Background: an optimization exercise with open tools, aiming at small area, a short achievable clock period and few clock cycles per item. Do not read the settings as production practice.

Setup of xenon:
==> module kw_unwrap, before the edit <==
module kw_unwrap (
    input  wire         clk,
    input  wire         rst,       
    input  wire         start,     
    input  wire [127:0] kek,       
    input  wire [191:0] wrapped,   
    output wire         busy,
    output wire         done,      
    output wire         ok,        
    output wire [127:0] key        
);
    localparam [63:0] KW_IV = 64'hA6A6A6A6A6A6A6A6;
    reg         busy_r;
    reg         done_r;
    reg         kexp;     
    reg         first;    
    reg [3:0]   rnd;      
    reg [3:0]   t;        
    reg [127:0] st;       
    reg [63:0]  ro;       
    reg [127:0] rk;       
    reg [127:0] kl;       
    wire accept = start && !busy_r;
    genvar gb, gc, gr;
    wire last   = !kexp && (rnd == 4'd0);
    assign busy = busy_r;
    assign done = done_r;
    assign ok   = (st[127:64] == KW_IV);
    assign key  = {st[63:0], ro};
    wire [31:0]  w0 = rk[127:96];
    wire [31:0]  w1 = rk[95:64];
    wire [31:0]  w2 = rk[63:32];
    wire [31:0]  w3 = rk[31:0];
    wire [31:0]  v3 = w3 ^ w2;    
    wire [31:0]  v2 = w2 ^ w1;
    wire [31:0]  v1 = w1 ^ w0;
    wire [31:0]  rot = {v3[23:0], v3[31:24]};
    wire [31:0]  sw_out;
    generate
        for (gb = 0; gb < 4; gb = gb + 1) begin : g_sbox
            aes_sbox u_sbox (.a(rot[8*gb +: 8]), .y(sw_out[8*gb +: 8]));
        end
    endgenerate
    wire [9:0]   rd = {rnd == 4'd9, rnd == 4'd8, rnd == 4'd7, rnd == 4'd6, rnd == 4'd5,
                       rnd == 4'd4, rnd == 4'd3, rnd == 4'd2, rnd == 4'd1, rnd == 4'd0};
    wire [7:0]   rcon = {rd[7], rd[6], rd[5] | rd[9], rd[4] | rd[8] | rd[9],
                         rd[3] | rd[8], rd[2] | rd[9], rd[1] | rd[8] | rd[9], rd[0] | rd[8]};
    wire [31:0]  temp = sw_out ^ {rcon, 24'h000000};
    wire [31:0]  n0 = w0 ^ temp;
    wire         fin = kexp && (rnd == 4'd9);    
    wire [31:0]  n2 = v2 ^ n0;
    wire [127:0] key_step = {n0, v1 ^ (temp & {32{kexp}}), v2 ^ (n0 & {32{kexp}}),
                             v3 ^ (n2 & {32{fin}})};
    wire [127:0] key_prev = {n0, v1, v2, v3};
    wire         step12 = (t == 4'd12);
    wire [127:0] blk = (step12 ? {kl[127:64] ^ 64'd12, kl[63:0]}
                               : {st[127:64] ^ {60'd0, t}, ro}) ^ rk;
    wire [127:0] imc;
    generate
        for (gc = 0; gc < 4; gc = gc + 1) begin : g_imc
            aes_inv_mixcol u_imc (.c(st[32*gc +: 32]), .y(imc[32*gc +: 32]));
        end
    endgenerate
    wire [127:0] x = first ? blk : imc;
    wire [127:0] isr;
    generate
        for (gc = 0; gc < 4; gc = gc + 1) begin : g_col
            for (gr = 0; gr < 4; gr = gr + 1) begin : g_row
                assign isr[127 - 8*(gr + 4*((gc + gr) % 4)) -: 8] =
                       x[127 - 8*(gr + 4*gc) -: 8];
            end
        end
    endgenerate
    wire [127:0] isb;
    generate
        for (gb = 0; gb < 16; gb = gb + 1) begin : g_isbox
            aes_inv_sbox u_isbox (.a(isr[8*gb +: 8]), .y(isb[8*gb +: 8]));
        end
    endgenerate
    wire [127:0] ark = isb ^ key_prev;
    always @(posedge clk) begin
        if (rst) begin
            busy_r <= 1'b0;
            done_r <= 1'b0;
            kexp   <= 1'b0;
            first  <= 1'b0;
        end else begin
            done_r <= 1'b0;
            if (accept) begin
                busy_r <= 1'b1;
                kexp   <= 1'b1;
                first  <= 1'b0;
                rnd    <= 4'd0;
                t      <= 4'd12;
            end else if (busy_r) begin
                if (kexp) begin
                    if (rnd == 4'd9) begin
                        kexp  <= 1'b0;
                        first <= 1'b1;
                    end else begin
                        rnd <= rnd + 4'd1;
                    end
                end else begin
                    first <= (rnd == 4'd0) && (t != 4'd1);
                    if (rnd == 4'd0) begin
                        rnd <= 4'd9;
                        t   <= t - 4'd1;
                        if (t == 4'd1) begin
                            busy_r <= 1'b0;
                            done_r <= 1'b1;
                        end
                    end else begin
                        rnd <= rnd - 4'd1;
                    end
                end
            end
        end
    end
    always @(posedge clk) begin
        if (accept)
            rk <= {kek[127:32], kek[63:32] ^ kek[31:0]};
        else if (last)
            rk <= kl;
        else
            rk <= key_step;
    end
    always @(posedge clk) begin
        if (accept)
            kl <= {wrapped[191:128], wrapped[63:0]};
        else if (first && step12)
            kl <= rk;
    end
    always @(posedge clk) begin
        st <= ark;
        if (accept)
            ro <= wrapped[127:64];
        else if (first && !step12)
            ro <= st[63:0];
    end
endmodule
export LEC_CHECK = 0
export CAP_MARGIN = 20
export CORE_MARGIN = 2
export CORE_UTILIZATION = 25
export SETUP_SLACK_MARGIN = 1.75
export SLEW_MARGIN = 20
export SYNTH_HIERARCHICAL = 1
create_clock -name core_clock -period 8.0 [get_ports {clk}]
standard.sh (not shown) runs the stock make flow with config.mk's settings and CLKGATE_MAP_FILE= SYNTH_SCRIPT=/design/flow/synth_recipe.tcl, a recipe that flattens the netlist after the stock synthesis.
==> flow/flow/run.sh <==
#!/bin/bash
# The standard layout (the standard.sh: ORFS synthesis to finish), with
# two changes in how it is made:
#  - the port buffers that global placement inserts on every input and
#    output are the smallest buffer (buf_1) instead of clkdlybuf4s50_1;
#  - clock tree synthesis inserts no dummy loads.
# ORFS writes each step's full log under orfs/logs/; make's own output goes
# to flow.log here.
set -euo pipefail
export BUFFER_PORTS_ARGS="-buffer_cell sky130_fd_sc_hd__buf_1"
export CTS_ARGS="-sink_clustering_enable -repair_clock_nets -dont_use_dummy_load"
bash standard.sh finish > flow.log 2>&1
Changes in raven relative to xenon:
--- a/flow/design.v
+++ b/flow/design.v
@@ -132,10 +132,13 @@
     assign y = ~(a & b);
 endmodule
 module snor2 (input wire a, input wire b, output wire y);
     assign y = ~(a | b);
 endmodule
+module skx (input wire a, input wire g, input wire s, output wire y);
+    assign y = a ^ (g & s);
+endmodule
 module gf16_inv_0000_000000000 (
     input  wire [3:0] d,
     output wire [8:0] m
 );
     assign m[0] = (d[0] & d[1]) | (d[1] & ~d[3]) | (d[0] & ~d[2] & d[3]) | (d[0] & d[2] & ~d[3]);
@@ -520,10 +523,11 @@
     localparam [63:0] KW_IV = 64'hA6A6A6A6A6A6A6A6;
     reg         busy_r;
     reg         done_r;
     reg         kexp;     
     reg         first;    
+    reg         step12;   
     reg [3:0]   rnd;      
     reg [3:0]   t;        
     reg [127:0] st;       
     reg [63:0]  ro;       
     reg [127:0] rk;       
@@ -551,18 +555,28 @@
     endgenerate
     wire [9:0]   rd = {rnd == 4'd9, rnd == 4'd8, rnd == 4'd7, rnd == 4'd6, rnd == 4'd5,
                        rnd == 4'd4, rnd == 4'd3, rnd == 4'd2, rnd == 4'd1, rnd == 4'd0};
     wire [7:0]   rcon = {rd[7], rd[6], rd[5] | rd[9], rd[4] | rd[8] | rd[9],
                          rd[3] | rd[8], rd[2] | rd[9], rd[1] | rd[8] | rd[9], rd[0] | rd[8]};
-    wire [31:0]  temp = sw_out ^ {rcon, 24'h000000};
-    wire [31:0]  n0 = w0 ^ temp;
+    wire [31:0]  rc  = {rcon, 24'h000000};
     wire         fin = kexp && (rnd == 4'd9);    
-    wire [31:0]  n2 = v2 ^ n0;
-    wire [127:0] key_step = {n0, v1 ^ (temp & {32{kexp}}), v2 ^ (n0 & {32{kexp}}),
-                             v3 ^ (n2 & {32{fin}})};
+    wire [31:0]  e0  = w0 ^ rc;
+    wire [31:0]  n0;                              
+    wire [127:0] key_step;                        
+    wire [31:0]  e1  = v1 ^ (rc & {32{kexp}});
+    wire [31:0]  e2  = v2 ^ (e0 & {32{kexp}});
+    wire [31:0]  e3  = v3 ^ ((v2 ^ e0) & {32{fin}});
+    generate
+        for (gb = 0; gb < 32; gb = gb + 1) begin : g_kstep
+            sx2 u_n0 (.a(e0[gb]), .b(sw_out[gb]), .y(n0[gb]));
+            skx u_n1 (.a(e1[gb]), .g(kexp), .s(sw_out[gb]), .y(key_step[64 + gb]));
+            skx u_n2 (.a(e2[gb]), .g(kexp), .s(sw_out[gb]), .y(key_step[32 + gb]));
+            skx u_n3 (.a(e3[gb]), .g(fin),  .s(sw_out[gb]), .y(key_step[gb]));
+        end
+    endgenerate
+    assign key_step[127:96] = n0;
     wire [127:0] key_prev = {n0, v1, v2, v3};
-    wire         step12 = (t == 4'd12);
     wire [127:0] blk = (step12 ? {kl[127:64] ^ 64'd12, kl[63:0]}
                                : {st[127:64] ^ {60'd0, t}, ro}) ^ rk;
     wire [127:0] imc;
     generate
         for (gc = 0; gc < 4; gc = gc + 1) begin : g_imc
@@ -590,16 +604,18 @@
         if (rst) begin
             busy_r <= 1'b0;
             done_r <= 1'b0;
             kexp   <= 1'b0;
             first  <= 1'b0;
+            step12 <= 1'b0;
         end else begin
             done_r <= 1'b0;
             if (accept) begin
                 busy_r <= 1'b1;
                 kexp   <= 1'b1;
                 first  <= 1'b0;
+                step12 <= 1'b1;
                 rnd    <= 4'd0;
                 t      <= 4'd12;
             end else if (busy_r) begin
                 if (kexp) begin
                     if (rnd == 4'd9) begin
@@ -609,12 +625,13 @@
                         rnd <= rnd + 4'd1;
                     end
                 end else begin
                     first <= (rnd == 4'd0) && (t != 4'd1);
                     if (rnd == 4'd0) begin
-                        rnd <= 4'd9;
-                        t   <= t - 4'd1;
+                        rnd    <= 4'd9;
+                        t      <= t - 4'd1;
+                        step12 <= 1'b0;
                         if (t == 4'd1) begin
                             busy_r <= 1'b0;
                             done_r <= 1'b1;
                         end
                     end else begin
[summary]
- Between xenon and raven, the ratio of cells with drive above 1 in the final layout is lower for raven.
- Changes observed in raven relative to xenon: simple-gate share of the synthesized area -0.73 points, sequential share of layout area +0.19 points.
No functional check of the RTL was part of any run of this note.

[re-timing with driven ports]
No port has a modelled driver above. Below, the same layouts with a new extraction and two added sets of constraints.
Step 1 assumes that a clkbuf_16 drives the clock port and a buf_2 every other input.
Step 2 times the ports against the registers' clock, not the clock port: input delays grow and output delays shrink by t, the midpoint of the rising clock arrivals with the driver on.
Three values: ideal, step 1, step 2; two values: the first two.
| run | t, ns | setup WS [ns] | worst setup path at the end | worst slew at a driven data input, ns |
|---|---|---|---|---|
| xenon | 0.752 | 1.901 / 1.901 / 1.901 | register to register | 0.13 |
| raven | 0.765 | 1.774 / 1.774 / 1.774 | register to register | 0.26 |
After both steps setup and hold are still met in every run listed.
